This is an optimization exercise on Yosys and OpenROAD, whose aim is small area, a short achievable clock period and few clock cycles per item, not a production implementation. Only simulation tests tie the RTL to the original design; equivalence was not proved.

--- design/flow/design.v ---
module filt_fma (
    input  wire        clk,
    input  wire [31:0] a,
    input  wire [31:0] b,
    input  wire [31:0] c,
    output reg  [31:0] r
);
    wire        pz1  = (a[30:23] == 8'd0) | (b[30:23] == 8'd0);
    wire [47:0] prod1 = {1'b1, a[22:0]} * {1'b1, b[22:0]};
    wire [9:0]  pe1  = {2'b0, a[30:23]} + {2'b0, b[30:23]} - 10'd127;
    reg  [47:0] q_prod;
    reg  [9:0]  q_pe;
    reg         q_sp, q_pz;
    always @(posedge clk) begin
        q_prod <= prod1;
        q_pe   <= pe1;
        q_sp   <= a[31] ^ b[31];
        q_pz   <= pz1;
    end
    wire        sc  = c[31];
    wire        cz  = (c[30:23] == 8'd0);
    wire [9:0]  ce  = {2'b0, c[30:23]};
    wire [9:0]  dpc = q_pe - ce;
    wire [9:0]  dcp = ce - q_pe;
    wire        pbig = ~q_pz & (cz | ~dpc[9]);
    wire [51:0] pfield = {1'b0, q_prod, 3'b000};
    wire [51:0] cfield = {2'b00, 1'b1, c[22:0], 26'd0};
    wire [51:0] big   = pbig ? pfield : ((q_pz & cz) ? 52'd0 : cfield);
    wire [51:0] smll = (q_pz | cz) ? 52'd0 : (pbig ? cfield : pfield);
    wire        sbig  = pbig ? q_sp : sc;
    wire        ssml  = pbig ? sc : q_sp;
    wire [9:0]  ebig  = pbig ? q_pe : ce;
    wire [9:0]  diff  = pbig ? dpc : dcp;
    wire [5:0]  sh    = (diff[9:6] != 4'd0) ? 6'd63 : diff[5:0];
    wire [51:0] al     = smll >> sh;
    wire [51:0] lomask = ~({52{1'b1}} << sh);
    wire        sticky = |(smll & lomask);
    wire [51:0] als    = {al[51:1], al[0] | sticky};
    wire        sub    = sbig ^ ssml;
    wire [52:0] sum2   = {1'b0, big} + ({1'b0, als} ^ {53{sub}}) + {52'd0, sub};
    reg  [52:0] q_sum;
    reg         q_neg, q_sbig, q_zs;
    reg  [9:0]  q_eb;
    always @(posedge clk) begin
        q_sum  <= sum2;
        q_neg  <= sub & sum2[52];
        q_sbig <= sbig;
        q_eb   <= ebig;
        q_zs   <= q_pz & cz & q_sp & sc;
    end
    wire [52:0] mag  = q_neg ? (~q_sum + 53'd1) : q_sum;
    wire        sres = q_sbig ^ q_neg;
    reg  [5:0]  lz;
    integer     i;
    always @* begin
        lz = 6'd53;
        for (i = 0; i <= 52; i = i + 1)
            if (mag[i]) lz = 6'd52 - i[5:0];
    end
    wire [52:0]        norm   = mag << lz;
    wire signed [11:0] er     = $signed({{2{q_eb[9]}}, q_eb}) + 12'sd3 - $signed({6'd0, lz});
    wire [23:0]        mant   = norm[52:29];
    wire               rnd    = norm[28];
    wire               stk    = |norm[27:0];
    wire               rup    = rnd & (stk | mant[0]);
    wire [24:0]        mant_r = {1'b0, mant} + {24'd0, rup};
    wire signed [11:0] ef     = mant_r[24] ? (er + 12'sd1) : er;
    always @* begin
        if (mag == 53'd0)
            r = {q_zs, 31'd0};
        else if (er < 12'sd0)
            r = {sres, 31'd0};
        else if (er == 12'sd0)
            r = (mant == 24'hFFFFFF) ? {sres, 8'd1, 23'd0} : {sres, 31'd0};
        else if (ef >= 12'sd255)
            r = {sres, 8'hFE, 23'h7FFFFF};
        else
            r = {sres, ef[7:0], mant_r[24] ? 23'd0 : mant_r[22:0]};
    end
endmodule
module filt_engine (
    input  wire        clk,
    input  wire        rst,
    input  wire        cfg_we,
    input  wire [4:0]  cfg_addr,
    input  wire [31:0] cfg_data,
    input  wire        in_valid,
    output wire        in_ready,
    input  wire [23:0] in_x,
    input  wire        in_missing,
    input  wire        in_last,
    output reg         out_valid,
    output wire [31:0] out_y,
    output wire [31:0] out_peak,
    output wire        out_gap
);
    localparam [31:0] ONE  = 32'h3F80_0000;
    localparam [31:0] NZER = 32'h8000_0000;
    reg [31:0] cb0 [0:3];
    reg [31:0] cb1 [0:3];
    reg [31:0] cb2 [0:3];
    reg [31:0] ca1 [0:3];
    reg [31:0] ca2 [0:3];
    reg [31:0] scale_r;
    reg [31:0] offset_r;
    reg [2:0]  nbq_r;
    reg [10:0] dec_r;
    reg        we_r;
    reg [4:0]  wa_r;
    reg [31:0] wd_r;
    always @(posedge clk) begin
        we_r <= cfg_we;
        wa_r <= cfg_addr;
        wd_r <= cfg_data;
    end
    integer k;
    always @(posedge clk) begin
        if (we_r) begin
            for (k = 0; k < 4; k = k + 1) begin
                if (wa_r == 5*k + 0) cb0[k] <= wd_r;
                if (wa_r == 5*k + 1) cb1[k] <= wd_r;
                if (wa_r == 5*k + 2) cb2[k] <= wd_r;
                if (wa_r == 5*k + 3) ca1[k] <= {~wd_r[31], wd_r[30:0]};
                if (wa_r == 5*k + 4) ca2[k] <= {~wd_r[31], wd_r[30:0]};
            end
            if (wa_r == 5'd20) scale_r  <= wd_r;
            if (wa_r == 5'd21) offset_r <= wd_r;
            if (wa_r == 5'd22) nbq_r    <= wd_r[2:0];
            if (wa_r == 5'd23) dec_r    <= wd_r[10:0];
        end
    end
    reg rst_r;
    always @(posedge clk)
        rst_r <= rst;
    reg [5:0] ph;
    always @(posedge clk) begin
        if (rst_r) ph <= 6'b000001;
        else     ph <= {ph[4:0], ph[5]};
    end
    wire [5:0] slA = ph;
    wire [5:0] slB = {ph[2:0], ph[5:3]};
    reg        rdy;
    reg        iv_r, im_r, il_r;
    reg [23:0] ix_r;
    reg [23:0] x_prev;
    assign in_ready = rdy;
    always @(posedge clk) begin
        rdy  <= ~rst & ~rst_r & ph[5];
        iv_r <= in_valid & rdy;
        im_r <= in_missing;
        il_r <= in_last;
        ix_r <= in_x;
    end
    wire        acc  = iv_r;
    wire [23:0] x24  = im_r ? x_prev : ix_r;
    wire        xneg = x24[23];
    wire [23:0] xmag = xneg ? (~x24 + 24'd1) : x24;
    reg  [4:0]  xlz;
    reg  [23:0] xnorm;
    reg  [31:0] xf;
    integer     n;
    always @* begin
        xlz = 5'd24;
        for (n = 0; n <= 23; n = n + 1)
            if (xmag[n]) xlz = 5'd23 - n[4:0];
        xnorm = xmag << xlz;
        if (x24 == 24'd0)
            xf = 32'd0;
        else
            xf = {xneg, 8'd150 - {3'd0, xlz}, xnorm[22:0]};
    end
    always @(posedge clk) begin
        if (rst_r)
            x_prev <= 24'd0;
        else if (acc)
            x_prev <= x24;
    end
    reg [2:0] tgA, tgB, tgC;
    always @(posedge clk) begin
        if (rst_r) begin
            tgA <= 3'd0; tgB <= 3'd0; tgC <= 3'd0;
        end else if (ph[1]) begin
            tgA <= {acc, il_r, im_r};
            tgB <= tgA;
            tgC <= tgB;
        end
    end
    reg [3:0] act;
    always @(posedge clk) begin
        if (rst_r) act <= 4'd0;
        else begin
            if (ph[0]) act[0] <= tgA[2] & (nbq_r > 3'd0);
            if (ph[3]) act[1] <= tgB[2] & (nbq_r > 3'd1);
            if (ph[0]) act[2] <= tgB[2] & (nbq_r > 3'd2);
            if (ph[3]) act[3] <= tgC[2] & (nbq_r > 3'd3);
        end
    end
    wire [31:0] res [0:3];     
    reg  [31:0] opa [0:3];
    reg  [31:0] opb [0:3];
    reg  [31:0] opc [0:3];
    reg  [31:0] s1  [0:3];
    reg  [31:0] s2  [0:3];
    reg  [3:0]  z1, z2;        
    genvar j;
    generate
        for (j = 0; j < 4; j = j + 1) begin : u
            wire [5:0] sl  = (j % 2 == 0) ? slA : slB;
            wire       byp = (nbq_r <= j);
            wire [31:0] xin;
            wire        xld;
            if (j == 0) begin : x_first
                assign xin = res[1];
                assign xld = sl[4];
            end else begin : x_next
                assign xin = res[j-1];
                assign xld = sl[5];
            end
            always @(posedge clk) begin
                opa[j] <= ({32{sl[5] & ~byp}} & cb0[j])
                        | ({32{sl[5] &  byp}} & ONE)
                        | ({32{sl[0]}} & cb1[j])
                        | ({32{sl[1]}} & cb2[j])
                        | ({32{sl[2]}} & ca1[j])
                        | ({32{sl[3]}} & ca2[j])
                        | ((j == 1) ? ({32{sl[4]}} & scale_r) : 32'd0);
                if (xld) opb[j] <= xin;
                if (sl[2]) opb[j] <= res[j];
                if (j == 1 && sl[4]) opb[j] <= xf;
                opc[j] <= ({32{sl[0] & ~byp & ~z1[j]}} & s1[j])
                        | ({32{sl[1] & ~z2[j]}} & s2[j])
                        | ({32{sl[3] | sl[4]}} & res[j])
                        | ((j == 1) ? ({32{sl[5]}} & offset_r) : 32'd0)
                        | {(sl[0] & byp) | sl[2], 31'd0};
                if (sl[5] & act[j]) s1[j] <= res[j];
                if (sl[0] & act[j]) s2[j] <= res[j];
                if (rst_r) begin
                    z1[j] <= 1'b1;
                    z2[j] <= 1'b1;
                end else begin
                    if (sl[5] & act[j]) z1[j] <= 1'b0;
                    if (sl[0] & act[j]) z2[j] <= 1'b0;
                end
            end
            filt_fma fma (.clk(clk), .a(opa[j]), .b(opb[j]), .c(opc[j]), .r(res[j]));
        end
    endgenerate
    reg [31:0] out_r;
    reg [31:0] pk;
    reg        gap;
    reg        clr;      
    reg [10:0] dc;
    wire [31:0] xo      = opb[3];
    wire [31:0] ax      = {1'b0, xo[30:0]};
    wire [31:0] pkc     = clr ? 32'd0 : pk;
    wire [10:0] dc_inc  = dc + 11'd1;
    wire        dec_hit = (dc_inc == dec_r);
    wire        eos     = ph[0] & tgC[2];
    always @(posedge clk) begin
        if (rst | rst_r)
            out_valid <= 1'b0;
        else
            out_valid <= eos & tgC[1];
        if (rst_r) begin
            out_r     <= 32'd0;
            dc        <= 11'd0;
            clr       <= 1'b1;
        end else begin
            if (eos) begin
                pk  <= (ax > pkc) ? ax : pkc;
                gap <= (~clr & gap) | tgC[0];
                clr <= tgC[1];
                dc  <= dec_hit ? 11'd0 : dc_inc;
                if (dec_hit) out_r <= xo;
            end
        end
    end
    assign out_y    = out_r;
    assign out_peak = pk;
    assign out_gap  = gap;
endmodule
--- design/flow/run.sh ---
#!/bin/bash
# synth_recipe.tcl (not shown) runs the flow's synth.tcl, then flattens the netlist and writes it again
# the make line also repeats each setting of config.mk as NAME=value (left out here)
make -C /OpenROAD-flow-scripts/flow DESIGN_CONFIG=/design/flow/config.mk WORK_HOME=/design/flow/orfs CLKGATE_MAP_FILE= SYNTH_SCRIPT=/design/flow/synth_recipe.tcl finish
--- design/flow/config.mk ---
export PLATFORM = sky130hd
export DESIGN_NAME = filt_engine
export DESIGN_NICKNAME = filt_engine
export VERILOG_FILES = /design/flow/design.v
export SDC_FILE = /design/flow/constraint.sdc
export NUM_CORES = 4
export LEC_CHECK = 0
export CAP_MARGIN = 20
export CORE_MARGIN = 2
export CORE_UTILIZATION = 50
export SLEW_MARGIN = 20
--- design/flow/constraint.sdc ---
create_clock -name core_clock -period 40.0 [get_ports {clk}]
set_input_delay 8.0000 -clock core_clock [delete_from_list [all_inputs] [get_ports {clk}]]
set_output_delay 8.0000 -clock core_clock [all_outputs]
set_load 0.01 [all_outputs]
==> results of run 1 <==
through the flow:
step | utilization | hold WS (ns) | area, um2 | setup slack [ns]
after floorplan | - | 0.406 | 205000 | 30.49
after global placement | 0.521 | 0.408 | 212000 | 28.69
after detailed placement | 0.521 | 0.422 | 212000 | 28.64
after CTS | 0.540 | 0.376 | 220000 | 28.61
final | 0.540 | 0.390 | 220000 | 28.41
after global routing | 0.540 | 0.418 | 220000 | 27.42
Yosys cell counts (42+ instances only):
cell type / count / share of area
sky130_fd_sc_hd__o211ai_1: 221 / 0.0081
sky130_fd_sc_hd__nand2b_1: 147 / 0.0045
sky130_fd_sc_hd__buf_1: 136 / 0.0025
sky130_fd_sc_hd__a21oi_1: 1063 / 0.026
sky130_fd_sc_hd__a211o_1: 42 / 0.0018
sky130_fd_sc_hd__nor3_1: 391 / 0.0096
sky130_fd_sc_hd__a32oi_1: 42 / 0.0018
sky130_fd_sc_hd__buf_2: 91 / 0.0022
sky130_fd_sc_hd__edfxtp_1: 1135 / 0.17
sky130_fd_sc_hd__o21ai_0: 926 / 0.023
sky130_fd_sc_hd__mux2_2: 133 / 0.0073
sky130_fd_sc_hd__nand3_1: 535 / 0.013
sky130_fd_sc_hd__nor2_1: 1366 / 0.025
sky130_fd_sc_hd__or4_1: 43 / 0.0016
sky130_fd_sc_hd__and2_1: 1047 / 0.032
sky130_fd_sc_hd__clkbuf_1: 1031 / 0.019
sky130_fd_sc_hd__a211oi_1: 192 / 0.0070
sky130_fd_sc_hd__or3_1: 116 / 0.0035
sky130_fd_sc_hd__a221oi_1: 49 / 0.0021
sky130_fd_sc_hd__a21o_1: 215 / 0.0079
sky130_fd_sc_hd__inv_1: 2546 / 0.047
sky130_fd_sc_hd__ha_1: 1078 / 0.066
sky130_fd_sc_hd__a221o_1: 44 / 0.0022
sky130_fd_sc_hd__o2111ai_1: 43 / 0.0018
sky130_fd_sc_hd__o21a_1: 84 / 0.0031
sky130_fd_sc_hd__xnor2_1: 751 / 0.032
sky130_fd_sc_hd__nor4_1: 103 / 0.0031
sky130_fd_sc_hd__fa_1: 1944 / 0.19
sky130_fd_sc_hd__xor2_1: 335 / 0.014
sky130_fd_sc_hd__a22o_1: 121 / 0.0052
sky130_fd_sc_hd__o21bai_1: 118 / 0.0043
sky130_fd_sc_hd__a222oi_1: 79 / 0.0039
sky130_fd_sc_hd__nand4_1: 122 / 0.0037
sky130_fd_sc_hd__o21ai_1: 86 / 0.0021
sky130_fd_sc_hd__o221ai_1: 51 / 0.0022
sky130_fd_sc_hd__a22oi_1: 348 / 0.013
sky130_fd_sc_hd__nor2b_1: 138 / 0.0042
sky130_fd_sc_hd__and3_1: 139 / 0.0042
sky130_fd_sc_hd__o31ai_1: 97 / 0.0036
sky130_fd_sc_hd__o22ai_1: 148 / 0.0045
sky130_fd_sc_hd__a31oi_1: 187 / 0.0057
sky130_fd_sc_hd__dfxtp_1: 923 / 0.090
sky130_fd_sc_hd__or2_2: 76 / 0.0023
sky130_fd_sc_hd__mux2i_1: 737 / 0.036
sky130_fd_sc_hd__nand2_1: 2952 / 0.054
layout make-up:
class | count | area share
multi-input combinational | 17000 | 0.629
sequential | 2058 | 0.239
inverter | 2567 | 0.0439
tap | 5428 | 0.0309
clock buffer | 316 | 0.0290
timing repair buffer | 613 | 0.0225
clock inverter | 107 | 0.00526
antenna | 17 | 0.000194
flip-flops by register name, summed over array words and instances (netlist names), 40 cells and up:
register	cells
cb1	128
ca2	128
u.fma.q_sum	212
u.fma.q_pe	40
cb2	128
u.fma.q_eb	40
ca1	128
u.fma.q_prod	192
cb0	128
s2	128
s1	128
opb	128
opc	128
opa	128
layer usage:
metal / wire length (um) / GRT usage
met4: 38100 / 0.154
met5: 62 / 0
met3: 60700 / 0.0569
met2: 328000 / 0.547
met1: 301000 / 0.464
final timing paths:
| check | end |
|---|---|
| max | opc[2][25]$_DFF_P_ |
| min | opa[1][6]$_DFF_P_ |
| max reg2reg | opc[2][25]$_DFF_P_ |
| min reg2reg | opa[1][6]$_DFF_P_ |
placed cells by master (no fill, tap or decap), types with 221 or more instances in the layout:
master and instances:
sky130_fd_sc_hd__buf_4 480, sky130_fd_sc_hd__ha_1 1078, sky130_fd_sc_hd__fa_1 1944, sky130_fd_sc_hd__dfxtp_1 902
sky130_fd_sc_hd__nor2_1 1322, sky130_fd_sc_hd__and2_1 1043, sky130_fd_sc_hd__xor2_1 335, sky130_fd_sc_hd__xnor2_1 746
sky130_fd_sc_hd__edfxtp_1 1135, sky130_fd_sc_hd__nor3_1 387, sky130_fd_sc_hd__a21oi_1 1058, sky130_fd_sc_hd__inv_1 2544
sky130_fd_sc_hd__mux2i_1 734, sky130_fd_sc_hd__clkbuf_16 230, sky130_fd_sc_hd__o211ai_1 221, sky130_fd_sc_hd__nand2_1 2948
sky130_fd_sc_hd__a22oi_1 348, sky130_fd_sc_hd__o21ai_0 915, sky130_fd_sc_hd__nand3_1 535
cell families (layout without fill, tap and decap cells):
logic type | after synthesis | in the layout | share of synthesized area
simple gates | 7371 | 7371 | 0.170
compound gates | 4653 | 4653 | 0.152
buf+inv | 3841 | 3603 | 0.0714
fa+ha+maj | 3025 | 3025 | 0.256
flops | 2058 | 2058 | 0.257
xor+xnor | 1088 | 1088 | 0.0466
mux | 904 | 904 | 0.0470
other cells | 0 | 17 | 0
worst max-delay path: cells and delay by family (launching register included):
family | cells | cell delay [ns]
fa+ha+maj | 1 | 0.15
simple gates | 11 | 4.55
buf+inv | 5 | 1.37
compound gates | 14 | 4.00
mux | 1 | 0.37
xor+xnor | 1 | 0.48
flops | 1 | 0.36
==> parameters.txt, run 1 <==
Parameter                              Value

Run status
  Status    finished clean

Synth
  Async S/R FF share, synth    0
  Count of different cell masters after synthesis    129
  Register bit total from synthesis    about 2,000
  Netlist area before placement    slightly above 200,000 um2
  Number of flops mapped to enable cells by yosys    about 1,100
  Sequential fraction of the synthesis area    0.257
  Yosys warning count    22
  Cells after Synth    22,900
  Synthesized area divided by synthesized cell count    8.92 um2
  Post-synth top flop    sky130_fd_sc_hd__edfxtp_1

Global routing
  Global route total overflow    0
  Wire length of the first global-routing pass    ~1,100,000 um
  Via count of the first global-routing pass    169,000
  Antenna violations before repair    46
  Maximum number of pins on one net before global-route repair    79
  All-layer global routing usage    0.344

Clock network
  Hold bufs inserted after CTS    0
  Clock transition at the register clock pins on the worst setup and hold paths after CTS    0.06 ns
  Number of clock sinks    2,058
  Clock latency reported for the late side of the worst-skew pair    1.01 ns
  Post-cts gate resize count    0
  CTS root buffer    sky130_fd_sc_hd__clkbuf_16
  Clock tree from TritonCTS    done
  H-tree levels    4
  Postcts setup bufs    0
  CTS Buf Count    roughly 230
  Buffers from clock root to sink, at most    4

Drt
  First-iteration detailed-routing DRC count    18,500
  Routed via count    173,000
  Count of unresolved DRC violations after routing    0
  Detailed-route vias per instance    about 6.1
  Detail-routed net length per standard cell    between 20 and 30 um
  Number of detailed-route iterations in the first pass    8
  Post-detailed-route count of antenna-violating nets    0
  Total wire length after detailed routing    728,000 um

Setup path
  Crit path kind    flip-flop to flip-flop
  Maximum fanout count along the critical path    48
  Slowest cell on the critical path    sky130_fd_sc_hd__nor2_1
  Timing startpoint of the critical path    u[2].fma.q_sum[9]$_DFF_P_
  Setup crit end kind    flip-flop
  Worst r2r path cells    33
  Data arrival at the endpoint of the critical path    12.28 ns
  R2r startpoint    u[2].fma.q_sum[9]$_DFF_P_
  Cell seen most often among critical-path stages    sky130_fd_sc_hd__nor2_1
  Worst stage delay on the critical path    0.70 ns
  Critical path startpoint category    flip-flop
  Register-to-Register Setup Slack    around 28 ns
  Critical path data required time    40.70 ns

Final layout
  Area growth from synthesis to final layout    7.33%
  Proportion of layout cells with a drive suffix above 1    0.0602
  Area taken by multi-input logic gates    138,000 um2
  Footprint of the flip-flops and latches    52,600 um2
  Fill cells    37,800
  Post-layout instance count excluding filler cells    between 20,000 and 30,000
  Net count of the finished layout    25,600

Job
  Max-cap viol count    0

Worst hold path
  Hold crit path type    flip-flop to flip-flop
  Hold Startpoint    cb0[1][6]$_DFFE_PP_
  Hold-critical path depth    2

Timing
  Relative slew slack    0.212
  Final Max Slew Viols    0
  Fin Clk Skew    0.145 ns
  Post-route fraction of the period consumed by the critical path    0.290
  Period minus WS final    11.59 ns
  Final hold violations    0
  Final total negative setup slack    0 ns
  Total setup violations reported at the end of the flow    0
  Transition time of the tightest slew-check pin    1.17 ns
  Setup repair after global routing missed its margin    no
  Achievable frequency    86.3 MHz

Floorplan
  Initial cell density of the core    0.503
  Number of top-level pins    ~130
  Floorplan row count    about 230
  X dimension of the die    ~640 um
  Die height    644 um
  Area inside the core boundary    407,000 um2
  Die area    415,000 um2

Placement
  Post-Place Cells    27,700
  Routability congestion estimate from global placement    between 1 and 1.5
  HPWL reported at the end of detailed placement    546,000 um
  Buffers on Ports    between 100 and 150
Testbench counts, summed over its fixed seeds: cycles 12,421, items 2,048.
==> run 2: changes to the inputs <==
--- a/design/flow/design.v
+++ b/design/flow/design.v
@@ -6,14 +6,18 @@
     output reg  [31:0] r
 );
     wire        pz1  = (a[30:23] == 8'd0) | (b[30:23] == 8'd0);
-    wire [47:0] prod1 = {1'b1, a[22:0]} * {1'b1, b[22:0]};
+    wire [47:0] prod1;
+    filt_mul24 mul (.af(a[22:0]), .bf(b[22:0]), .p(prod1));
     wire [9:0]  pe1  = {2'b0, a[30:23]} + {2'b0, b[30:23]} - 10'd127;
-    reg  [47:0] q_prod;
-    reg  [9:0]  q_pe;
-    reg         q_sp, q_pz;
+    reg  [51:0] q_pf;
+    reg  [9:0]  q_pe0, q_pe1;
+    reg         q_p47, q_sp, q_pz;
+    wire [9:0]  q_pe = q_p47 ? q_pe1 : q_pe0;
     always @(posedge clk) begin
-        q_prod <= prod1;
-        q_pe   <= pe1;
+        q_pf   <= prod1[47] ? {2'b00, prod1, 2'b00} : {1'b0, prod1, 3'b000};
+        q_p47  <= prod1[47];
+        q_pe0  <= pe1;
+        q_pe1  <= pe1 + 10'd1;
         q_sp   <= a[31] ^ b[31];
         q_pz   <= pz1;
     end
@@ -22,11 +26,12 @@
     wire [9:0]  ce  = {2'b0, c[30:23]};
     wire [9:0]  dpc = q_pe - ce;
     wire [9:0]  dcp = ce - q_pe;
-    wire        pbig = ~q_pz & (cz | ~dpc[9]);
-    wire [51:0] pfield = {1'b0, q_prod, 3'b000};
     wire [51:0] cfield = {2'b00, 1'b1, c[22:0], 26'd0};
-    wire [51:0] big   = pbig ? pfield : ((q_pz & cz) ? 52'd0 : cfield);
-    wire [51:0] smll = (q_pz | cz) ? 52'd0 : (pbig ? cfield : pfield);
+    wire        deq  = (dpc == 10'd0);
+    wire        pge  = (q_pf >= cfield);
+    wire        pbig = ~q_pz & (cz | (~dpc[9] & ~deq) | (deq & pge));
+    wire [51:0] big   = pbig ? q_pf : ((q_pz & cz) ? 52'd0 : cfield);
+    wire [51:0] smll = (q_pz | cz) ? 52'd0 : (pbig ? cfield : q_pf);
     wire        sbig  = pbig ? q_sp : sc;
     wire        ssml  = pbig ? sc : q_sp;
     wire [9:0]  ebig  = pbig ? q_pe : ce;
@@ -37,19 +42,19 @@
     wire        sticky = |(smll & lomask);
     wire [51:0] als    = {al[51:1], al[0] | sticky};
     wire        sub    = sbig ^ ssml;
-    wire [52:0] sum2   = {1'b0, big} + ({1'b0, als} ^ {53{sub}}) + {52'd0, sub};
-    reg  [52:0] q_sum;
-    reg         q_neg, q_sbig, q_zs;
+    wire [50:0] sum2;
+    filt_add51 add (.a(big[50:0]), .b(als[50:0] ^ {51{sub}}), .ci(sub), .s(sum2));
+    reg  [50:0] q_sum;
+    reg         q_sbig, q_zs;
     reg  [9:0]  q_eb;
     always @(posedge clk) begin
         q_sum  <= sum2;
-        q_neg  <= sub & sum2[52];
         q_sbig <= sbig;
         q_eb   <= ebig;
         q_zs   <= q_pz & cz & q_sp & sc;
     end
-    wire [52:0] mag  = q_neg ? (~q_sum + 53'd1) : q_sum;
-    wire        sres = q_sbig ^ q_neg;
+    wire [52:0] mag  = {2'b00, q_sum};
+    wire        sres = q_sbig;
     reg  [5:0]  lz;
     integer     i;
     always @* begin
@@ -78,6 +83,63 @@
             r = {sres, ef[7:0], mant_r[24] ? 23'd0 : mant_r[22:0]};
     end
 endmodule
+module filt_mul24 (
+    input  wire [22:0] af,
+    input  wire [22:0] bf,
+    output wire [47:0] p
+);
+    wire [23:0] a  = {1'b1, af};          
+    wire [26:0] bx = {3'b001, bf, 1'b0};  
+    reg  [47:0] rows [0:12];
+    reg  [47:0] nrow;
+    reg  [24:0] mag;
+    reg  [24:0] pp;
+    reg         sg, db, ng;
+    integer i;
+    always @* begin
+        nrow = 48'd0;
+        for (i = 0; i < 13; i = i + 1) begin
+            sg  = bx[2*i+1] ^ bx[2*i];
+            db  = (bx[2*i+2] & ~bx[2*i+1] & ~bx[2*i]) | (~bx[2*i+2] & bx[2*i+1] & bx[2*i]);
+            ng  = bx[2*i+2] & ~(bx[2*i+1] & bx[2*i]);
+            mag = ({25{sg}} & {1'b0, a}) | ({25{db}} & {a, 1'b0});
+            pp  = mag ^ {25{ng}};
+            if (i == 0)
+                rows[i] = {20'd0, ~ng, ng, ng, pp};
+            else
+                rows[i] = {21'd0, 1'b1, ~ng, pp} << (2*i);
+            nrow = nrow | ({47'd0, ng} << (2*i));
+        end
+    end
+    function [95:0] csa;
+        input [47:0] x, y, z;
+        begin
+            csa[47:0]  = x ^ y ^ z;
+            csa[95:48] = {(x[46:0] & y[46:0]) | (x[46:0] & z[46:0]) | (y[46:0] & z[46:0]), 1'b0};
+        end
+    endfunction
+    wire [95:0] l1a = csa(rows[0],  rows[1],  rows[2]);
+    wire [95:0] l1b = csa(rows[3],  rows[4],  rows[5]);
+    wire [95:0] l1c = csa(rows[6],  rows[7],  rows[8]);
+    wire [95:0] l1d = csa(rows[9],  rows[10], rows[11]);
+    wire [95:0] l2a = csa(l1a[47:0], l1a[95:48], l1b[47:0]);
+    wire [95:0] l2b = csa(l1b[95:48], l1c[47:0], l1c[95:48]);
+    wire [95:0] l2c = csa(l1d[47:0], l1d[95:48], rows[12]);
+    wire [95:0] l3a = csa(l2a[47:0], l2a[95:48], l2b[47:0]);
+    wire [95:0] l3b = csa(l2b[95:48], l2c[47:0], l2c[95:48]);
+    wire [95:0] l4a = csa(l3a[47:0], l3a[95:48], l3b[47:0]);
+    wire [95:0] l5a = csa(l4a[47:0], l4a[95:48], l3b[95:48]);
+    wire [95:0] l6a = csa(l5a[47:0], l5a[95:48], nrow);
+    assign p = l6a[47:0] + l6a[95:48];
+endmodule
+module filt_add51 (
+    input  wire [50:0] a,
+    input  wire [50:0] b,
+    input  wire        ci,
+    output wire [50:0] s
+);
+    assign s = a + b + {50'd0, ci};
+endmodule
 module filt_engine (
     input  wire        clk,
     input  wire        rst,
@@ -250,8 +312,7 @@
     reg        gap;
     reg        clr;      
     reg [10:0] dc;
-    wire [31:0] xo      = opb[3];
-    wire [31:0] ax      = {1'b0, xo[30:0]};
+    wire [31:0] ax      = {1'b0, opb[3][30:0]};
     wire [31:0] pkc     = clr ? 32'd0 : pk;
     wire [10:0] dc_inc  = dc + 11'd1;
     wire        dec_hit = (dc_inc == dec_r);
@@ -271,7 +332,7 @@
                 gap <= (~clr & gap) | tgC[0];
                 clr <= tgC[1];
                 dc  <= dec_hit ? 11'd0 : dc_inc;
-                if (dec_hit) out_r <= xo;
+                if (dec_hit) out_r <= opb[3];
             end
         end
     end
--- a/design/flow/config.mk
+++ b/design/flow/config.mk
@@ -7,5 +7,6 @@
 export LEC_CHECK = 0
 export CAP_MARGIN = 20
 export CORE_MARGIN = 2
-export CORE_UTILIZATION = 50
+export CORE_UTILIZATION = 45
 export SLEW_MARGIN = 20
+export SYNTH_HIERARCHICAL = 1
==> run 2 against run 1 <==
Still clean on timing, DRC and antenna; via count down 0.41%; final cell count fell by 2.7%; hold slack better by 0.016 ns; sequential share of layout area increased by 0.89 points; maximum frequency is 16% higher; wire length down 2.2%; sequential cell count up 32; clock-buffer cell count shrank 16; setup slack improved by 1.6 ns; non-clock buffer count up 21; register-to-register slack better by 1.7 ns.
==> parameters.txt, run 2 <==
Parameter                              Value

Run status
  Status    finished clean

Final layout
  Proportion of layout cells with a drive suffix above 1    0.0920
  Leading cell type in the layout, fill and taps excluded    sky130_fd_sc_hd__nand2_1
  Net count of the finished layout    23,600
  Finished layout cell area    214,000 um2
  Area taken by multi-input logic gates    134,000 um2
  Area growth from synthesis to final layout    7.30%
  Register bank with the most flops    u.fma.q_sum
  Core utilization of the finished layout    0.485
  Leading cell types in the layout, fill and taps excluded    sky130_fd_sc_hd__nand2_1, sky130_fd_sc_hd__inv_1, sky130_fd_sc_hd__xnor2_1
  Largest regs    u.fma.q_sum (204), u.fma.q_pf (192)
  Footprint of the flip-flops and latches    approximately 53,000 um2
  Flip-flop count of the largest register after layout    204
  Fill cells    42,100

Clock network
  Buffers from clock root to sink, at most    4
  Clock transition at the register clock pins on the worst setup and hold paths after CTS    0.06 ns
  CTS root buffer    sky130_fd_sc_hd__clkbuf_16
  Clock latency reported for the late side of the worst-skew pair    1.01 ns
  Postcts setup bufs    0
  Post-cts gate resize count    0
  Hold bufs inserted after CTS    0
  H-tree levels    4
  Number of clock sinks    about 2,100
  CTS Buf Count    224
  Clock tree from TritonCTS    done

Setup path
  Worst reg2reg path endpoint    u[1].fma.q_sum[44]$_DFF_P_
  Maximum fanout count along the critical path    2
  Top Family by Delay on Critical Path    buffers and inverters
  Cells along the critical path    clkdlybuf4s50_1
  Critical path data required time    32.00 ns
  Number of buffers and inverters on the critical path    1
  Setup crit end kind    output port
  Worst stage delay on the critical path    0.58 ns
  Register-to-Register Setup Slack    roughly 30 ns
  Data arrival at the endpoint of the critical path    2.00 ns
  Crit path kind    flip-flop to output port
  Slowest cell on the critical path    sky130_fd_sc_hd__clkdlybuf4s50_1
  Worst r2r path cells    32
  Critical path startpoint category    flip-flop
  R2r startpoint    u[1].fma.q_p47$_DFF_P_

Synth
  Commonest cells post-synth    sky130_fd_sc_hd__nand2_1, sky130_fd_sc_hd__inv_1, sky130_fd_sc_hd__xnor2_1, sky130_fd_sc_hd__a22oi_1, sky130_fd_sc_hd__ha_1
  Netlist area before placement    200,000 um2
  XOR/XNOR share of the synthesized area    0.0906
  Async S/R FF share, synth    0
  Sequential fraction of the synthesis area    0.266
  Adder-cell share of the synthesized area    0.180
  Synthesized-area fraction occupied by ao, oa, aoi and oai cells    0.201
  Multiplexer fraction of the synthesized cell area    0.0677
  Most area-hungry cell type in the Yosys netlist    sky130_fd_sc_hd__edfxtp_1
  Main combinational cell family by area after synthesis    compound AO/OA/AOI/OAI gates
  Post-synth top flop    sky130_fd_sc_hd__edfxtp_1
  Top cells by area in the synthesized netlist    sky130_fd_sc_hd__edfxtp_1, sky130_fd_sc_hd__fa_1, sky130_fd_sc_hd__dfxtp_1, sky130_fd_sc_hd__ha_1, sky130_fd_sc_hd__xnor2_1
  Yosys warning count    30
  Most frequently used cell type in the post-synthesis netlist    sky130_fd_sc_hd__nand2_1
  Proportion of netlist area held by the largest area contributor    0.171
  Register bit total from synthesis    2,090
  Synthesized area divided by synthesized cell count    9.11 um2
  Cells after Synth    21,900
  Count of different cell masters after synthesis    149
  Number of flops mapped to enable cells by yosys    1,135
  Share of synthesized cell area in and, or, nand and nor gates    0.128

Worst hold path
  Hold crit path type    flip-flop to flip-flop
  Worst hold path endpoint    opa[2][19]$_DFF_P_
  Hold Startpoint    ca2[2][19]$_DFFE_PP_
  Hold-critical path depth    2

Floorplan
  Die height    670 um
  Initial cell density of the core    0.452
  Area inside the core boundary    442,000 um2
  X dimension of the die    670 um
  Number of top-level pins    134
  Floorplan row count    244
  Die area    between 400,000 and 500,000 um2

Global routing
  All-layer global routing usage    0.304
  Wire length of the first global-routing pass    about 1,100,000 um
  Maximum number of pins on one net before global-route repair    87
  Busiest layer in global routing    met2
  Via count of the first global-routing pass    164,000
  Global route total overflow    0
  Grt met3 use    0.0530
  Met2 demand-to-capacity share in global routing    0.451
  Global-route met1 utilization    0.439
  Antenna violations before repair    36

Job
  Max-cap viol count    0

Timing
  Relative slew slack    0.159
  Final hold violations    0
  Total setup violations reported at the end of the flow    0
  Final total negative setup slack    0 ns
  Achievable frequency    100 MHz
  Period minus WS final    around 10 ns
  Final Max Slew Viols    0
  Setup repair after global routing missed its margin    no
  Fin Clk Skew    0.168 ns
  Post-route fraction of the period consumed by the critical path    0.250
  Transition time of the tightest slew-check pin    1.26 ns

Drt
  Number of detailed-route iterations in the first pass    11
  Post-detailed-route count of antenna-violating nets    0
  Detailed-route vias per instance    ~6.3
  Detail-routed net length per standard cell    26.0 um
  First-iteration detailed-routing DRC count    21,200
  Total wire length after detailed routing    between 700,000 and 800,000 um
  Routed via count    about 170k
  Count of unresolved DRC violations after routing    0

Placement
  Placed instance area    207,000 um2
  HPWL reported at the end of detailed placement    about 520,000 um
  Routability congestion estimate from global placement    0.997
  Buffers on Ports    around 130
-- run 2: cell count changes in the layout (fill, tap and decap cells not counted), moves of 149 or more --
| cell | previous run | this run |
|---|---|---|
| sky130_fd_sc_hd__o21ai_0 | 915 | 766 |
| sky130_fd_sc_hd__nand2_1 | 2948 | 1765 |
| sky130_fd_sc_hd__nor2_1 | 1322 | 1086 |
| sky130_fd_sc_hd__xor2_1 | 335 | 662 |
| sky130_fd_sc_hd__a22oi_1 | 348 | 1283 |
| sky130_fd_sc_hd__mux2_2 | 133 | 491 |
| sky130_fd_sc_hd__inv_1 | 2544 | 1743 |
| sky130_fd_sc_hd__fa_1 | 1944 | 1056 |
| sky130_fd_sc_hd__and2_1 | 1043 | 146 |
| sky130_fd_sc_hd__xnor2_1 | 746 | 1386 |
-- run 2: worst min-delay path, cell delays in order, from the launching register on --
cell and delay, ns:
sky130_fd_sc_hd__edfxtp_1 0.33, sky130_fd_sc_hd__a22oi_1 0.06, sky130_fd_sc_hd__nand3_1 0.07
-- run 2: worst max-delay path by stage --
stage / startpoint / end / slack, ns / depth (start not counted)
after CTS: out_r[31]$_SDFFE_PP0P_ / out_y[31] / 29.91 / 1
after global placement: u[0].fma.q_p47$_DFF_P_ / u[0].fma.q_sum[44]$_DFF_P_ / 30.15 / 29
final: out_r[31]$_SDFFE_PP0P_ / out_y[31] / 30.00 / 1
after detailed placement: u[1].fma.q_p47$_DFF_P_ / u[1].fma.q_sum[44]$_DFF_P_ / 30.33 / 32
after floorplan: gap$_DFFE_PP_ / out_gap / 31.59 / 0
after global routing: u[1].fma.q_p47$_DFF_P_ / u[1].fma.q_sum[48]$_DFF_P_ / 29.50 / 30
-- run 2: cell families (layout without fill, tap and decap cells) --
kind of cell             after synthesis  after routing
other                                  4             28
adder cells (fa/ha/maj)             2250           2250
flip-flops                          2090           2090
XOR/XNOR                            2063           2063
buffers and inverters               3326           2841
AO/OA/AOI/OAI                       5674           5674
multiplexers                        1275           1275
AND/OR/NAND/NOR                     5261           5261
-- run 2: layout make-up --
class / count / area share
Clock buffer: 300 / 0.0293
Antenna cell: 12 / 0.000140
Tap cell: 5904 / 0.0345
Multi-Input combinational cell: 16500 / 0.626
Inverter: 1785 / 0.0312
Timing Repair Buffer: 634 / 0.0241
Sequential cell: 2090 / 0.248
Clock inverter: 122 / 0.00638
-- run 2: modules after synthesis (local to each module, per instance) --
module	cells	flip-flops and latches
filt_fma	2303	134
filt_engine	3763	1554
filt_add51	405	0
filt_mul24	1837	0
-- run 2: metrics by stage --
step	hold slack [ns]	instances	setup WS, ns
final	0.406	27400	30.00
after global routing	0.440	27400	29.50
after CTS	0.411	27400	29.91
after detailed placement	0.426	26900	30.33
after global placement	0.414	26900	30.15
after floorplan	0.406	22000	31.59
-- run 2: routing by layer --
metal / up-vias / share of wire / wire length [um]
li1: 77600 / - / -
met1: 84300 / 0.44 / 312000
met2: 8558 / 0.42 / 303000
met3: 1393 / 0.095 / 67600
met4: 8 / 0.042 / 29800
met5: - / 0.000081 / 58
Testbench counts of run 2, summed over its fixed seeds: cycles 12,421, items 2,048.
==> run 3: changes to the inputs <==
--- a/design/flow/config.mk
+++ b/design/flow/config.mk
@@ -8,5 +8,7 @@
 export CAP_MARGIN = 20
 export CORE_MARGIN = 2
 export CORE_UTILIZATION = 45
+export CTS_CLUSTER_DIAMETER = 100
+export CTS_CLUSTER_SIZE = 20
 export SLEW_MARGIN = 20
 export SYNTH_HIERARCHICAL = 1
==> run 3 against run 2 <==
Via count fell by 0.40%; sequential cell count stayed put; clock skew shrank 0.068 ns; die area did not move; maximum frequency grew 0.83%; still clean; sequential share of layout area increased by 0.37 points; first-iteration DRC count up 1.3%; critical endpoint is now u[1].fma.q_sum[44]$_DFF_P_; synthesized cell count unchanged.
==> parameters.txt, run 3 <==
Parameter                              Value

Run status
  Status    finished clean

Timing
  Post-route fraction of the period consumed by the critical path    0.248
  Final total negative setup slack    0 ns
  Fin Clk Skew    0.0997 ns
  Setup repair after global routing missed its margin    no
  Relative slew slack    0.104
  Final Hold Slack    0.438 ns
  Period minus WS final    slightly below 10 ns
  Final hold violations    0
  Transition time of the tightest slew-check pin    1.34 ns
  Final Max Slew Viols    0
  Total setup violations reported at the end of the flow    0
  Achievable frequency    101 MHz

Final layout
  Net count of the finished layout    23,500
  Register bank with the most flops    u.fma.q_sum
  Largest regs    u.fma.q_sum (204), u.fma.q_pf (192)
  Flip-flop count of the largest register after layout    204
  Area growth from synthesis to final layout    5.73%
  Leading cell type in the layout, fill and taps excluded    sky130_fd_sc_hd__nand2_1
  Proportion of layout cells with a drive suffix above 1    0.0840
  Leading cell types in the layout, fill and taps excluded    sky130_fd_sc_hd__nand2_1, sky130_fd_sc_hd__inv_1, sky130_fd_sc_hd__xnor2_1

Floorplan
  Number of top-level pins    134
  Die height    approximately 670 um
  Die area    449,000 um2
  Floorplan row count    244
  Initial cell density of the core    0.452
  X dimension of the die    670 um
  Area inside the core boundary    442,000 um2

Setup path
  Critical path data required time    40.79 ns
  Data arrival at the endpoint of the critical path    10.71 ns
  Setup crit end kind    flip-flop
  Crit path kind    flip-flop to flip-flop
  Register-to-Register Setup Slack    30.08 ns
  R2r startpoint    u[1].fma.q_p47$_DFF_P_
  Slowest cell on the critical path    sky130_fd_sc_hd__dfxtp_1
  Maximum fanout count along the critical path    86
  Worst r2r path cells    32
  Critical path startpoint category    flip-flop
  Worst stage delay on the critical path    0.71 ns
  Worst reg2reg path endpoint    u[1].fma.q_sum[44]$_DFF_P_

Placement
  Routability congestion estimate from global placement    about 1.0
  Buffers on Ports    133
  HPWL reported at the end of detailed placement    523,000 um

Synth
  Most frequently used cell type in the post-synthesis netlist    sky130_fd_sc_hd__nand2_1
  Register bit total from synthesis    roughly 2,100
  Number of flops mapped to enable cells by yosys    1,135
  Commonest cells post-synth    sky130_fd_sc_hd__nand2_1, sky130_fd_sc_hd__inv_1, sky130_fd_sc_hd__xnor2_1, sky130_fd_sc_hd__a22oi_1, sky130_fd_sc_hd__ha_1
  Top cells by area in the synthesized netlist    sky130_fd_sc_hd__edfxtp_1, sky130_fd_sc_hd__fa_1, sky130_fd_sc_hd__dfxtp_1, sky130_fd_sc_hd__ha_1, sky130_fd_sc_hd__xnor2_1
  Netlist area before placement    about 200,000 um2
  Proportion of netlist area held by the largest area contributor    0.171
  Synthesized area divided by synthesized cell count    between 9 and 10 um2
  Cells after Synth    between 20,000 and 25,000
  Post-synth top flop    sky130_fd_sc_hd__edfxtp_1
  Yosys warning count    30
  Async S/R FF share, synth    0
  Sequential fraction of the synthesis area    0.266
  Most area-hungry cell type in the Yosys netlist    sky130_fd_sc_hd__edfxtp_1
  Count of different cell masters after synthesis    approximately 150

Clock network
  Buffers from clock root to sink, at most    4
  CTS root buffer    sky130_fd_sc_hd__clkbuf_16
  Postcts setup bufs    0
  Clock latency reported for the late side of the worst-skew pair    0.92 ns
  Clock tree from TritonCTS    done
  Hold bufs inserted after CTS    0
  Clock transition at the register clock pins on the worst setup and hold paths after CTS    0.09 ns
  Number of clock sinks    2,090
  H-tree levels    4
  Post-cts gate resize count    0
  CTS Buf Count    144

Drt
  Total wire length after detailed routing    710,000 um
  First-iteration detailed-routing DRC count    21,500
  Post-detailed-route count of antenna-violating nets    0
  Detailed-route vias per instance    6.29
  Count of unresolved DRC violations after routing    0
  Detail-routed net length per standard cell    between 20 and 30 um
  Number of detailed-route iterations in the first pass    9
  Routed via count    ~170k

Global routing
  All-layer global routing usage    0.303
  Maximum number of pins on one net before global-route repair    87
  Wire length of the first global-routing pass    1,060,000 um
  Via count of the first global-routing pass    163,000
  Global route total overflow    0
  Antenna violations before repair    34

Worst hold path
  Worst hold path endpoint    u[3].fma.q_sp$_DFF_P_
  Hold-critical path depth    1
  Hold crit path type    flip-flop to flip-flop
  Hold Startpoint    opa[3][31]$_DFF_P_

Job
  Max-cap viol count    0
==> run 3: cell counts after synthesis <==
No cell type changed its count.
==> run 3: cell families after synthesis <==
group / after synthesis / synth area share
AOI/OAI and AO/OA: 5674 / 0.201
buffers and inverters: 3326 / 0.0663
xor gates and xnor gates: 2063 / 0.0906
adders and majority gates: 2250 / 0.180
muxes: 1275 / 0.0677
and+or+nand+nor: 5261 / 0.128
DFF: 2090 / 0.266
other: 4 / 0.0000751
==> run 3: how the worst max path moves through the flow <==
stage	start	endpoint	slack, ns	cells after the start
finish	u[1].fma.q_p47$_DFF_P_	u[1].fma.q_sum[44]$_DFF_P_	30.08	32
global route	u[1].fma.q_p47$_DFF_P_	u[1].fma.q_sum[44]$_DFF_P_	29.50	30
CTS	out_r[31]$_SDFFE_PP0P_	out_y[31]	30.02	1
detailed placement	u[1].fma.q_p47$_DFF_P_	u[1].fma.q_sum[44]$_DFF_P_	30.33	32
global placement	u[0].fma.q_p47$_DFF_P_	u[0].fma.q_sum[44]$_DFF_P_	30.15	29
floorplan	gap$_DFFE_PP_	out_gap	31.59	0
==> run 3: Yosys stat by module, one instance, submodules excluded <==
module	cells inside	copies in the design	cell area, um2
filt_add51	405	4	2830
filt_engine	3763	1	56500
filt_fma	2303	4	17000
filt_mul24	1837	4	15900
==> run 3: cell type report <==
class / instances / area [um2]
tap: 5904 / 7390
clock inverter: 43 / 624
multi-input combinational: 16500 / 134000
sequential: 2090 / 53200
inverter: 1785 / 6700
timing repair buffer: 633 / 5160
antenna: 4 / 10.0
fill: 42400 / 231000
clock buffer: 212 / 3920
==> run 3: stage by stage <==
step / cell area, um2 / cells / worst slack (ns) / utilization
2_1_floorplan: 200000 / 22000 / 31.59 / -
3_3_place_gp: 207000 / 26900 / 30.15 / 0.467
3_5_place_dp: 207000 / 26900 / 30.33 / 0.468
4_1_cts: 211000 / 27200 / 30.02 / 0.478
5_1_grt: 211000 / 27200 / 29.50 / 0.478
6_report: 211000 / 27200 / 30.08 / 0.478
==> run 3: routing by layer <==
metal	up-vias	part of all wire	wire length [um]	GRT usage
li1	77300	-	-	-
met1	84100	0.44	312000	0.439
met2	8425	0.42	301000	0.450
met3	1344	0.094	66700	0.0524
met4	10	0.042	29800	0.113
met5	-	0.000082	58	0
==> run 3: critical path, delay by kind of cell, from the launching register on <==
| family | cells | cell delay, ns |
|---|---|---|
| adders and majority gates | 3 | 1.34 |
| xor gates and xnor gates | 3 | 0.46 |
| buffers and inverters | 4 | 1.08 |
| DFF | 1 | 0.71 |
| AOI/OAI and AO/OA | 15 | 3.68 |
| and+or+nand+nor | 5 | 1.59 |
| muxes | 2 | 0.86 |
==> run 4: changes to the inputs <==
--- a/design/flow/design.v
+++ b/design/flow/design.v
@@ -1,14 +1,16 @@
 module filt_fma (
     input  wire        clk,
-    input  wire [31:0] a,
+    input  wire        as,
+    input  wire [7:0]  ae,
+    input  wire [35:0] ad,
     input  wire [31:0] b,
     input  wire [31:0] c,
     output reg  [31:0] r
 );
-    wire        pz1  = (a[30:23] == 8'd0) | (b[30:23] == 8'd0);
+    wire        pz1  = (ae == 8'd0) | (b[30:23] == 8'd0);
     wire [47:0] prod1;
-    filt_mul24 mul (.af(a[22:0]), .bf(b[22:0]), .p(prod1));
-    wire [9:0]  pe1  = {2'b0, a[30:23]} + {2'b0, b[30:23]} - 10'd127;
+    filt_mul24 mul (.mf(b[22:0]), .d(ad), .p(prod1));
+    wire [9:0]  pe1  = {2'b0, ae} + {2'b0, b[30:23]} - 10'd127;
     reg  [51:0] q_pf;
     reg  [9:0]  q_pe0, q_pe1;
     reg         q_p47, q_sp, q_pz;
@@ -18,7 +20,7 @@
         q_p47  <= prod1[47];
         q_pe0  <= pe1;
         q_pe1  <= pe1 + 10'd1;
-        q_sp   <= a[31] ^ b[31];
+        q_sp   <= as ^ b[31];
         q_pz   <= pz1;
     end
     wire        sc  = c[31];
@@ -63,10 +65,11 @@
             if (mag[i]) lz = 6'd52 - i[5:0];
     end
     wire [52:0]        norm   = mag << lz;
+    wire [52:0]        nmask = {53{1'b1}} >> ({1'b0, lz} + 7'd25);
     wire signed [11:0] er     = $signed({{2{q_eb[9]}}, q_eb}) + 12'sd3 - $signed({6'd0, lz});
     wire [23:0]        mant   = norm[52:29];
     wire               rnd    = norm[28];
-    wire               stk    = |norm[27:0];
+    wire               stk    = |(mag & nmask);
     wire               rup    = rnd & (stk | mant[0]);
     wire [24:0]        mant_r = {1'b0, mant} + {24'd0, rup};
     wire signed [11:0] ef     = mant_r[24] ? (er + 12'sd1) : er;
@@ -83,13 +86,26 @@
             r = {sres, ef[7:0], mant_r[24] ? 23'd0 : mant_r[22:0]};
     end
 endmodule
+module filt_benc (
+    input  wire [22:0] f,
+    output reg  [35:0] d
+);
+    wire [26:0] fx = {3'b001, f, 1'b0};
+    integer i;
+    always @* begin
+        for (i = 0; i < 12; i = i + 1) begin
+            d[3*i]   = fx[2*i+1] ^ fx[2*i];
+            d[3*i+1] = (fx[2*i+2] & ~fx[2*i+1] & ~fx[2*i]) | (~fx[2*i+2] & fx[2*i+1] & fx[2*i]);
+            d[3*i+2] = fx[2*i+2] & ~(fx[2*i+1] & fx[2*i]);
+        end
+    end
+endmodule
 module filt_mul24 (
-    input  wire [22:0] af,
-    input  wire [22:0] bf,
+    input  wire [22:0] mf,
+    input  wire [35:0] d,
     output wire [47:0] p
 );
-    wire [23:0] a  = {1'b1, af};          
-    wire [26:0] bx = {3'b001, bf, 1'b0};  
+    wire [23:0] m = {1'b1, mf};
     reg  [47:0] rows [0:12];
     reg  [47:0] nrow;
     reg  [24:0] mag;
@@ -99,10 +115,16 @@
     always @* begin
         nrow = 48'd0;
         for (i = 0; i < 13; i = i + 1) begin
-            sg  = bx[2*i+1] ^ bx[2*i];
-            db  = (bx[2*i+2] & ~bx[2*i+1] & ~bx[2*i]) | (~bx[2*i+2] & bx[2*i+1] & bx[2*i]);
-            ng  = bx[2*i+2] & ~(bx[2*i+1] & bx[2*i]);
-            mag = ({25{sg}} & {1'b0, a}) | ({25{db}} & {a, 1'b0});
+            if (i < 12) begin
+                sg = d[3*i];
+                db = d[3*i+1];
+                ng = d[3*i+2];
+            end else begin
+                sg = 1'b1;
+                db = 1'b0;
+                ng = 1'b0;
+            end
+            mag = ({25{sg}} & {1'b0, m}) | ({25{db}} & {m, 1'b0});
             pp  = mag ^ {25{ng}};
             if (i == 0)
                 rows[i] = {20'd0, ~ng, ng, ng, pp};
@@ -258,7 +280,8 @@
         end
     end
     wire [31:0] res [0:3];     
-    reg  [31:0] opa [0:3];
+    reg  [8:0]  opa [0:3];     
+    reg  [35:0] opd [0:3];     
     reg  [31:0] opb [0:3];
     reg  [31:0] opc [0:3];
     reg  [31:0] s1  [0:3];
@@ -278,14 +301,18 @@
                 assign xin = res[j-1];
                 assign xld = sl[5];
             end
+            wire [31:0] an = ({32{sl[5] & ~byp}} & cb0[j])
+                           | ({32{sl[5] &  byp}} & ONE)
+                           | ({32{sl[0]}} & cb1[j])
+                           | ({32{sl[1]}} & cb2[j])
+                           | ({32{sl[2]}} & ca1[j])
+                           | ({32{sl[3]}} & ca2[j])
+                           | ((j == 1) ? ({32{sl[4]}} & scale_r) : 32'd0);
+            wire [35:0] adg;
+            filt_benc benc (.f(an[22:0]), .d(adg));
             always @(posedge clk) begin
-                opa[j] <= ({32{sl[5] & ~byp}} & cb0[j])
-                        | ({32{sl[5] &  byp}} & ONE)
-                        | ({32{sl[0]}} & cb1[j])
-                        | ({32{sl[1]}} & cb2[j])
-                        | ({32{sl[2]}} & ca1[j])
-                        | ({32{sl[3]}} & ca2[j])
-                        | ((j == 1) ? ({32{sl[4]}} & scale_r) : 32'd0);
+                opa[j] <= an[31:23];
+                opd[j] <= adg;
                 if (xld) opb[j] <= xin;
                 if (sl[2]) opb[j] <= res[j];
                 if (j == 1 && sl[4]) opb[j] <= xf;
@@ -304,7 +331,8 @@
                     if (sl[0] & act[j]) z2[j] <= 1'b0;
                 end
             end
-            filt_fma fma (.clk(clk), .a(opa[j]), .b(opb[j]), .c(opc[j]), .r(res[j]));
+            filt_fma fma (.clk(clk), .as(opa[j][8]), .ae(opa[j][7:0]), .ad(opd[j]),
+                          .b(opb[j]), .c(opc[j]), .r(res[j]));
         end
     endgenerate
     reg [31:0] out_r;
--- a/design/flow/config.mk
+++ b/design/flow/config.mk
@@ -8,7 +8,5 @@
 export CAP_MARGIN = 20
 export CORE_MARGIN = 2
 export CORE_UTILIZATION = 45
-export CTS_CLUSTER_DIAMETER = 100
-export CTS_CLUSTER_SIZE = 20
 export SLEW_MARGIN = 20
 export SYNTH_HIERARCHICAL = 1
==> run 4 against run 3 <==
Critical path type unchanged; hold slack worse by 0.066 ns; area after synthesis shrank 0.39%; via count decreased by 0.92%; maximum frequency is 4.6% lower; utilization up 0.72 points; clock-buffer cell count is 100 higher; sequential share of layout area grew 0.17 points; register-to-register slack worse by 0.48 ns; non-clock buffer count decreased by 38; global-route usage grew 1.7 points.
==> parameters.txt, run 4 <==
Parameter                              Value

Timing
  Relative slew slack    0.135
  Final total negative setup slack    0 ns
  Worst path setup slack after routing    29.60 ns
  Final Max Slew Viols    0
  Post-route fraction of the period consumed by the critical path    0.260
  Final hold violations    0
  Transition time of the tightest slew-check pin    1.30 ns
  Achievable frequency    between 90 and 100 MHz
  Period minus WS final    approximately 10 ns
  Fin Clk Skew    0.146 ns
  Total setup violations reported at the end of the flow    0
  Setup repair after global routing missed its margin    no

Floorplan
  Die height    669 um
  Area inside the core boundary    about 440,000 um2
  Initial cell density of the core    0.451
  Floorplan row count    244
  Die area    approximately 450,000 um2
  Number of top-level pins    134
  X dimension of the die    669 um

Synth
  Yosys warning count    33
  Top cells by area in the synthesized netlist    sky130_fd_sc_hd__edfxtp_1, sky130_fd_sc_hd__fa_1, sky130_fd_sc_hd__dfxtp_1, sky130_fd_sc_hd__ha_1, sky130_fd_sc_hd__xnor2_1
  Sequential fraction of the synthesis area    0.272
  Commonest cells post-synth    sky130_fd_sc_hd__nand2_1, sky130_fd_sc_hd__inv_1, sky130_fd_sc_hd__xnor2_1, sky130_fd_sc_hd__a22oi_1, sky130_fd_sc_hd__ha_1
  Cells after Synth    21,400
  Post-synth top flop    sky130_fd_sc_hd__edfxtp_1
  Number of flops mapped to enable cells by yosys    1,135
  Count of different cell masters after synthesis    142
  Most frequently used cell type in the post-synthesis netlist    sky130_fd_sc_hd__nand2_1
  Synthesized area divided by synthesized cell count    9.31 um2
  Register bit total from synthesis    ~2,100
  Async S/R FF share, synth    0
  Netlist area before placement    199,000 um2
  Proportion of netlist area held by the largest area contributor    0.171
  Most area-hungry cell type in the Yosys netlist    sky130_fd_sc_hd__edfxtp_1

Setup path
  Data arrival at the endpoint of the critical path    around 11 ns
  Critical path data required time    40.84 ns
  Worst stage delay on the critical path    about 0.74 ns
  Maximum fanout count along the critical path    31
  Crit path kind    flip-flop to flip-flop
  Slowest cell on the critical path    sky130_fd_sc_hd__dfxtp_1
  Cell seen most often among critical-path stages    sky130_fd_sc_hd__a21oi_1
  Top Family by Delay on Critical Path    compound AO/OA/AOI/OAI gates
  Critical path startpoint category    flip-flop
  Setup crit end kind    flip-flop
  Number of buffers and inverters on the critical path    4

Job
  Max-cap viol count    0

Clock network
  Buffers from clock root to sink, at most    4
  Hold bufs inserted after CTS    0
  Clock latency reported for the late side of the worst-skew pair    between 1 and 1.5 ns
  CTS root buffer    sky130_fd_sc_hd__clkbuf_16
  Clock tree from TritonCTS    done
  H-tree levels    4
  Postcts setup bufs    0
  Number of clock sinks    approximately 2,100
  Post-cts gate resize count    0
  CTS Buf Count    234
  Clock transition at the register clock pins on the worst setup and hold paths after CTS    0.06 ns

Worst hold path
  Hold crit path type    flip-flop to flip-flop

Placement
  Worst setup timing slack at the placement stage    29.76 ns
  HPWL reported at the end of detailed placement    around 540,000 um
  Buffers on Ports    about 130
  Routability congestion estimate from global placement    0.987

Final layout
  Largest regs    u.fma.q_sum (204), u.fma.q_pf (192), opd (144)
  Footprint of the flip-flops and latches    54,300 um2
  Area taken by multi-input logic gates    133,000 um2
  Register bank with the most flops    u.fma.q_sum
  Flip-flop count of the largest register after layout    204
  Net count of the finished layout    between 20,000 and 25,000
  Proportion of layout cells with a drive suffix above 1    0.0968
  Fill cells    41,700
  Area growth from synthesis to final layout    7.53%
  Leading cell type in the layout, fill and taps excluded    sky130_fd_sc_hd__nand2_1
  Leading cell types in the layout, fill and taps excluded    sky130_fd_sc_hd__nand2_1, sky130_fd_sc_hd__inv_1, sky130_fd_sc_hd__xnor2_1

Global routing
  All-layer global routing usage    0.320
  Global route total overflow    0
  Wire length of the first global-routing pass    between 1,000,000 and 1,500,000 um
  Via count of the first global-routing pass    162,000
  Antenna violations before repair    35
  Maximum number of pins on one net before global-route repair    ~140

Drt
  Total wire length after detailed routing    740,000 um
  Number of detailed-route iterations in the first pass    10
  Detailed-route vias per instance    6.29
  First-iteration detailed-routing DRC count    20,200
  Count of unresolved DRC violations after routing    0
  Routed via count    170,000
  Post-detailed-route count of antenna-violating nets    0
  Detail-routed net length per standard cell    27.4 um

Run status
  Status    finished clean
[run 4: cell types whose count changed after synthesis, sizes merged, moves of 83 or more]
cell	change
a22oi	+90
a21oi	+118
nand3	-120
o211ai	-138
clkbuf	-146
xnor2	+173
mux2	-83
mux2i	+185
a31oi	-165
xor2	-191
[run 4: path summary, 6_finish.rpt]
| path | start | endpoint | slack (ns) | cells past startpoint |
|---|---|---|---|---|
| hold reg to reg | s1[1][23]$_DFFE_PP_ | opc[1][23]$_DFF_P_ | 0.37 | 2 |
| hold / removal | s1[1][23]$_DFFE_PP_ | opc[1][23]$_DFF_P_ | 0.37 | 2 |
| setup reg to reg | u[3].fma.q_p47$_DFF_P_ | u[3].fma.q_sum[44]$_DFF_P_ | 29.60 | 32 |
| setup / recovery | u[3].fma.q_p47$_DFF_P_ | u[3].fma.q_sum[44]$_DFF_P_ | 29.60 | 32 |
[run 4: per-stage QoR]
stage / util / instance area (um2) / hold slack (ns) / cells
3_5_place_dp: 0.466 / 206000 / 0.427 / 26500
6_report: 0.485 / 214000 / 0.372 / 27000
2_1_floorplan: - / 199000 / 0.406 / 21400
5_1_grt: 0.485 / 214000 / 0.422 / 26900
4_1_cts: 0.485 / 214000 / 0.385 / 26900
3_3_place_gp: 0.466 / 206000 / 0.418 / 26500
[run 4: modules after synthesis, one instance, submodules excluded]
module       flip-flops and latches  area (um2)  copies in the design  cells inside
filt_mul24                        0       15300                     4          1704
filt_fma                        134       16800                     4          2230
filt_add51                        0        2830                     4           405
filt_engine                    1606       57400                     1          3796
filt_benc                         0         429                     4            58
[run 4: kinds of logic (layout without fill, tap and decap cells)]
group,Yosys count,in the layout,synth area share
compound gates,5347,5347,0.191
xor+xnor,2045,2045,0.0900
fa+ha+maj,2246,2246,0.181
buf+inv,3099,2744,0.0634
flops,2142,2142,0.272
mux,1409,1409,0.0772
other cells,4,28,0.0000754
simple gates,5092,5092,0.125
[run 4: worst reg2reg max path, delay by kind of cell, from the launching register on]
family                     cells  cell delay, ns
AOI/OAI and AO/OA             15            4.59
xor gates and xnor gates       2            0.42
adders and majority gates      3            0.94
buffers and inverters          4            1.11
DFF                            1            0.74
muxes                          2            0.82
and+or+nand+nor                6            1.64
[run 4: area by class of cell]
cell class	count	share of cell area
timing repair buffer	595	0.0230
clock inverter	129	0.00735
sequential	2142	0.254
multi-input combinational	16200	0.620
tap	5904	0.0345
antenna	12	0.000140
inverter	1708	0.0302
clock buffer	312	0.0310
[run 4: routing by layer]
layer	routed length [um]	share of wire	track usage	up-vias
met2	321000	0.43	0.484	8588
met5	175	0.00024	0	-
met1	315000	0.43	0.446	83700
met3	72200	0.098	0.0696	1641
met4	31800	0.043	0.119	26
li1	-	-	-	75700
Testbench counts of run 4, summed over its fixed seeds: cycles 12,421, items 2,048.

==> static timing again, ports no longer ideal <==
Ports are ideal in the flow. The routed layouts listed here were re-timed in OpenROAD.
Step 1 sets driving cells, clkbuf_16 on the clock port and buf_2 on the other inputs (assumed; they add their load-dependent delay and slew).
Step 2 adds t to the input delays and takes it off the output delays; t is the mean of the earliest and latest rising clock arrival at the registers after step 1. Input paths then give back, and output paths get back, about the clock's delay inside the block.
a / b / c = ideal ports / drivers / drivers and shift; a / b = the first two.
| run | t (ns) | setup WS [ns] | clock arrival spread, ns | worst slew at a driven data input, ns | cell pins on the clock port's net |
|---|---|---|---|---|---|
| run 1 | 1.051 | 28.414 / 28.414 / 28.414 | 0.146 / 0.146 | 0.18 | 1 |
| run 2 | 1.059 | 29.996 / 29.865 / 30.138 | 0.172 / 0.173 | 0.08 | 1 |
| run 3 | 1.002 | 30.078 / 29.983 / 30.078 | 0.117 / 0.117 | 0.08 | 1 |
| run 4 | 1.064 | 29.602 / 29.602 / 29.602 | 0.146 / 0.146 | 0.06 | 1 |
After both steps setup and hold are still met in every run listed.
